What follows belongs to an exercise in optimizing a design on an open flow for small area and a short achievable clock period; a production flow would make more cautious choices.
The RTL was checked by simulation tests, not by an equivalence proof against the original design.
The flow treats the clock pin as an ideal source. Dropping or thinning the clock tree relies on that and would not hold on a real chip.
No activity file was given, so power comes from the tool's default toggle rates.

Design rerok_rx, start of the top module:
module rerok_rx (
    input  wire        clk,
    input  wire        rst,           
    input  wire        from_board,    
    input  wire        sym_valid,
    input  wire [9:0]  sym,
    output reg         word_valid,
    output wire [5:0]  word_index,
    output wire [31:0] word_data,
    output reg         frame_done,
    output reg  [2:0]  frame_reason,
    output wire [7:0]  frame_type,
    output wire [15:0] frame_seq,
    output wire [7:0]  frame_len
);
    localparam [2:0] R_OK    = 3'd0;
    localparam [2:0] R_CODE  = 3'd1;
    localparam [2:0] R_TYPE  = 3'd2;
    localparam [2:0] R_LEN   = 3'd3;
    localparam [2:0] R_CRC   = 3'd4;
    localparam [2:0] R_FIELD = 3'd5;
    localparam [2:0] S_HUNT  = 3'b000;    
    localparam [2:0] S_COMMA = 3'b001;    
    localparam [2:0] S_HDR   = 3'b100;    
    localparam [2:0] S_PAY   = 3'b101;
    localparam [2:0] S_CRC   = 3'b110;
    localparam [31:0] CRC_RESIDUE = 32'hDEBB20E3;
    function [31:0] crc_byte;
        input [31:0] crc;
        input [7:0]  d;
        integer      k;
        reg   [31:0] c;
        begin
            c = crc;
            for (k = 0; k < 8; k = k + 1) begin
                if (c[0] ^ d[k])
                    c = (c >> 1) ^ 32'hEDB88320;
                else
                    c = c >> 1;
            end
            crc_byte = c;
        end
    endfunction
    reg       in_valid;
    reg       fb;              
    reg       rst_q;           
    reg [9:0] in_sym;
    always @(posedge clk) begin
        in_valid <= sym_valid & ~rst;
  ...
Size: roughly 580 cells after synthesis, ~140 flip-flops, roughly 89 I/O pins, roughly 6600 µm² of cells after synthesis.
clock: 10.0 ns
lec_check: 0
cap_margin: 20
core_area: 2.3 2.72 113.62 111.52
die_area: 0 0 116.045 116.045
place_density: 0.8
slew_margin: 20
standard.sh (not shown) runs the stock make flow with config.mk's settings and CLKGATE_MAP_FILE= SYNTH_SCRIPT=/design/flow/synth_recipe.tcl, a recipe that flattens the netlist after the stock synthesis.
==> flow/flow/run.sh <==
#!/bin/bash
# Standard layout with these changes:
# - synthesis: the standard flow's synthesis script, with an area-oriented ABC mapping script
#   (flow/abc_area.script) in place of ORFS's abc_speed.script; everything else
#   (registers, -nofsm -noshare, flattening, renaming) is the standard flow's own;
# - plain buf_2 cells as the port buffers;
# - between placement and routing, flow/post_place.tcl (output isolation, a
#   shallow clock distribution and setup repair) in place of TritonCTS.
# Each tool's output goes to a log of its own here (synth.log, place.log,
# post_place.log, finish.log) besides ORFS's own logs under orfs/logs.
set -euo pipefail
RES=$PWD/orfs/results/sky130hd/rerok_rx/base
# ORFS's scripts folder, with the ABC script replaced, for the synthesis step only
rm -rf scripts
cp -r "$FLOW_HOME/scripts" scripts
cp flow/abc_area.script scripts/abc_speed.script
bash standard.sh SCRIPTS_DIR=$PWD/scripts synth > synth.log 2>&1
export BUFFER_PORTS_ARGS="-buffer_cell sky130_fd_sc_hd__buf_2"
bash standard.sh place > place.log 2>&1
RES=$RES RT_MARGIN=7.38 ISO_MIN=2 NROOT=4 NLEAF=4 LEAF=inv_16 ROOT=inv_8 \
  openroad -no_init -exit flow/post_place.tcl > post_place.log 2>&1
bash standard.sh finish > finish.log 2>&1
==> flow/flow/post_place.tcl <==
# Runs between placement and routing, in place of TritonCTS.
#
# 1. Output isolation: where the register behind an output port's buffer also
#    drives ISO_MIN or more other pins, those pins get a buf_1 of their own, so
#    that the register drives little more than the port buffer.
# 3. Setup repair (resizing and buffering) aimed at a period of 10 ns less
#    RT_MARGIN, where RT_MARGIN is above 0.
set plat $::env(FLOW_HOME)/platforms/sky130hd
set res $::env(RES)
read_lef $plat/lef/sky130_fd_sc_hd.tlef
read_lef $plat/lef/sky130_fd_sc_hd_merged.lef
read_liberty $plat/lib/sky130_fd_sc_hd__tt_025C_1v80.lib
read_db $res/3_place.odb
read_sdc $res/3_place.sdc
source $plat/setRC.tcl

set block [ord::get_db_block]

# --- output isolation
set iso_min $::env(ISO_MIN)
set n 0
foreach bt [$block getBTerms] {
  if {[$bt getIoType] ne "OUTPUT"} { continue }
  set buf ""
  foreach it [[$bt getNet] getITerms] {
    if {[$it isOutputSignal]} { set buf [$it getInst] }
  }
  if {$buf eq ""} { continue }
  set inet [[$buf findITerm A] getNet]
  set others {}
  foreach it [$inet getITerms] {
    if {[$it isInputSignal] && [$it getInst] ne $buf} {
      lappend others [sta::find_pin "[[$it getInst] getName]/[[$it getMTerm] getName]"]
    }
  }
  if {[llength $others] >= $iso_min} {
    insert_buffer -buffer_cell sky130_fd_sc_hd__buf_1 -net [sta::find_net [$inet getName]] -load_pins $others
    incr n
  }
}
puts "output isolation buffers: $n"

# --- clock distribution
set clknet [$block findNet clk]
$clknet setSigType CLOCK
set nroot $::env(NROOT)
set nleaf $::env(NLEAF)
set leafm [[ord::get_db] findMaster sky130_fd_sc_hd__$::env(LEAF)]
set rootm [[ord::get_db] findMaster sky130_fd_sc_hd__$::env(ROOT)]

proc bisect {pts n axis} {
  if {$n <= 1} { return [list $pts] }
  set pts [lsort -integer -index $axis $pts]
  set h [expr {[llength $pts] / 2}]
  return [concat [bisect [lrange $pts 0 [expr {$h - 1}]] [expr {$n / 2}] [expr {1 - $axis}]] \
                 [bisect [lrange $pts $h end] [expr {$n / 2}] [expr {1 - $axis}]]]
}

proc outterm {inst} {
  set t [$inst findITerm X]
  if {$t eq "NULL"} { set t [$inst findITerm Y] }
  return $t
}

proc drive {name master grp innet} {
  set block [ord::get_db_block]
  set inst [odb::dbInst_create $block $master $name]
  set net [odb::dbNet_create $block ${name}_net]
  $net setSigType CLOCK
  set sx 0
  set sy 0
  foreach e $grp {
    lassign $e x y term
    $term disconnect
    $term connect $net
    incr sx $x
    incr sy $y
  }
  [$inst findITerm A] connect $innet
  [outterm $inst] connect $net
  set cx [expr {$sx / [llength $grp]}]
  set cy [expr {$sy / [llength $grp]}]
  $inst setLocation $cx $cy
  $inst setPlacementStatus PLACED
  return [list $cx $cy [$inst findITerm A]]
}

set pts {}
foreach it [$clknet getITerms] {
  set bb [[$it getInst] getBBox]
  lappend pts [list [expr {([$bb xMin] + [$bb xMax]) / 2}] [expr {([$bb yMin] + [$bb yMax]) / 2}] $it]
}
puts "clock sinks: [llength $pts]"
set leaves {}
set g 0
foreach grp [bisect $pts $nleaf 0] {
  lappend leaves [drive clkleaf_$g $leafm $grp $clknet]
  incr g
}
if {$nroot > 0} {
  set g 0
  foreach grp [bisect $leaves $nroot 0] {
    drive clkroot_$g $rootm $grp $clknet
    incr g
  }
}

detailed_placement
set_propagated_clock [all_clocks]
estimate_parasitics -placement

# 3. Setup repair aimed at a period of 10 ns less RT_MARGIN.
if {$::env(RT_MARGIN) > 0} {
  repair_timing -setup -setup_margin $::env(RT_MARGIN)
  detailed_placement
  estimate_parasitics -placement
}
check_placement -verbose
report_clock_latency
set w 0
foreach pin [all_registers -clock_pins] {
  foreach e {rise fall} { set w [expr {max($w, [get_property $pin slew_max_$e])}] }
}
puts "estimated worst clock pin slew: $w"
report_checks -path_delay max -format end -group_path_count 10
report_checks -path_delay max -fields {fanout cap slew}
write_db $res/4_1_cts.odb
write_sdc -no_timestamp $res/4_cts.sdc
Other scripts of this flow, unchanged in this note and not shown: flow/flow/abc_area.script
Rerun with:
--- a/flow/flow/run.sh
+++ b/flow/flow/run.sh
@@ -6,7 +6,5 @@
 # - plain buf_2 cells as the port buffers;
 # - between placement and routing, flow/post_place.tcl (output isolation, a
-#   shallow clock distribution and setup repair) in place of TritonCTS.
-# Each tool's output goes to a log of its own here (synth.log, place.log,
-# post_place.log, finish.log) besides ORFS's own logs under orfs/logs.
+#   shallow clock distribution) in place of TritonCTS.
 set -euo pipefail
 RES=$PWD/orfs/results/sky130hd/rerok_rx/base
@@ -18,5 +16,5 @@
 export BUFFER_PORTS_ARGS="-buffer_cell sky130_fd_sc_hd__buf_2"
 bash standard.sh place > place.log 2>&1
-RES=$RES RT_MARGIN=7.38 ISO_MIN=2 NROOT=4 NLEAF=4 LEAF=inv_16 ROOT=inv_8 \
+RES=$RES RT_MARGIN=7.4 ISO_MIN=2 NROOT=4 NLEAF=4 LEAF=inv_16 ROOT=inv_8 \
   openroad -no_init -exit flow/post_place.tcl > post_place.log 2>&1
-bash standard.sh finish > finish.log 2>&1
+SETUP_SLACK_MARGIN=7.3 bash standard.sh finish > finish.log 2>&1
The changed run ran to the end with no violations.
Wire length went up by a few percent.
Sequential cell count stays the same.
Total power stays flat.
Via count rose slightly.
Maximum frequency barely changes.
Design area increases slightly.
Sequential power stays flat.
Global-route usage stays flat.
Synthesized cell count stays the same.
Final cell count rose slightly.
Rerun with:
--- a/flow/flow/run.sh
+++ b/flow/flow/run.sh
@@ -6,5 +6,7 @@
 # - plain buf_2 cells as the port buffers;
 # - between placement and routing, flow/post_place.tcl (output isolation, a
-#   shallow clock distribution) in place of TritonCTS.
+#   shallow clock distribution and setup repair) in place of TritonCTS.
+# Each tool's output goes to a log of its own here (synth.log, place.log,
+# post_place.log, finish.log) besides ORFS's own logs under orfs/logs.
 set -euo pipefail
 RES=$PWD/orfs/results/sky130hd/rerok_rx/base
@@ -16,5 +18,5 @@
 export BUFFER_PORTS_ARGS="-buffer_cell sky130_fd_sc_hd__buf_2"
 bash standard.sh place > place.log 2>&1
-RES=$RES RT_MARGIN=7.4 ISO_MIN=2 NROOT=4 NLEAF=4 LEAF=inv_16 ROOT=inv_8 \
+RES=$RES RT_MARGIN=7.38 ISO_MIN=2 NROOT=4 NLEAF=4 LEAF=inv_16 ROOT=inv_8 \
   openroad -no_init -exit flow/post_place.tcl > post_place.log 2>&1
-SETUP_SLACK_MARGIN=7.3 bash standard.sh finish > finish.log 2>&1
+bash standard.sh finish > finish.log 2>&1
PLACE_DENSITY = 0.9   (was 0.8)
Outcome:
- The new run finished with timing, DRC and antenna clean
- core utilization came out lower by 1.0 points
- synthesized cell count stays the same
- worst setup slack degrades by 6.0 ps
- final cell count came out lower by 1.5%
- routed wire length came out higher by about 0.56%
In every run of this note, the design's own scripts or RTL, not TritonCTS, make the clock network.

[afterwards: timing with drivers on the ports]
Ports are ideal in the flow. The routed layouts listed here were re-timed in OpenROAD. Step 1, drivers: a clkbuf_16 drives clk and a buf_2 each remaining input, both assumed. Step 2 also shifts input and output timing later by t, the mid clock arrival at the registers, as if the neighbouring blocks saw the same clock. Three values: ideal, step 1, step 2; two values: the first two.
run | t (ns) | setup WS [ns] | worst setup path after step 2 | worst data-port slew with drivers (ns)
the first run | 0.254 | 7.246 / 7.116 / 7.313 | register to register | 0.03
the second run | 0.254 | 7.253 / 7.124 / 7.378 | register to output | 0.04
the third run | 0.254 | 7.247 / 7.119 / 7.282 | register to register | 0.03
After both steps setup and hold are still met in every run listed.
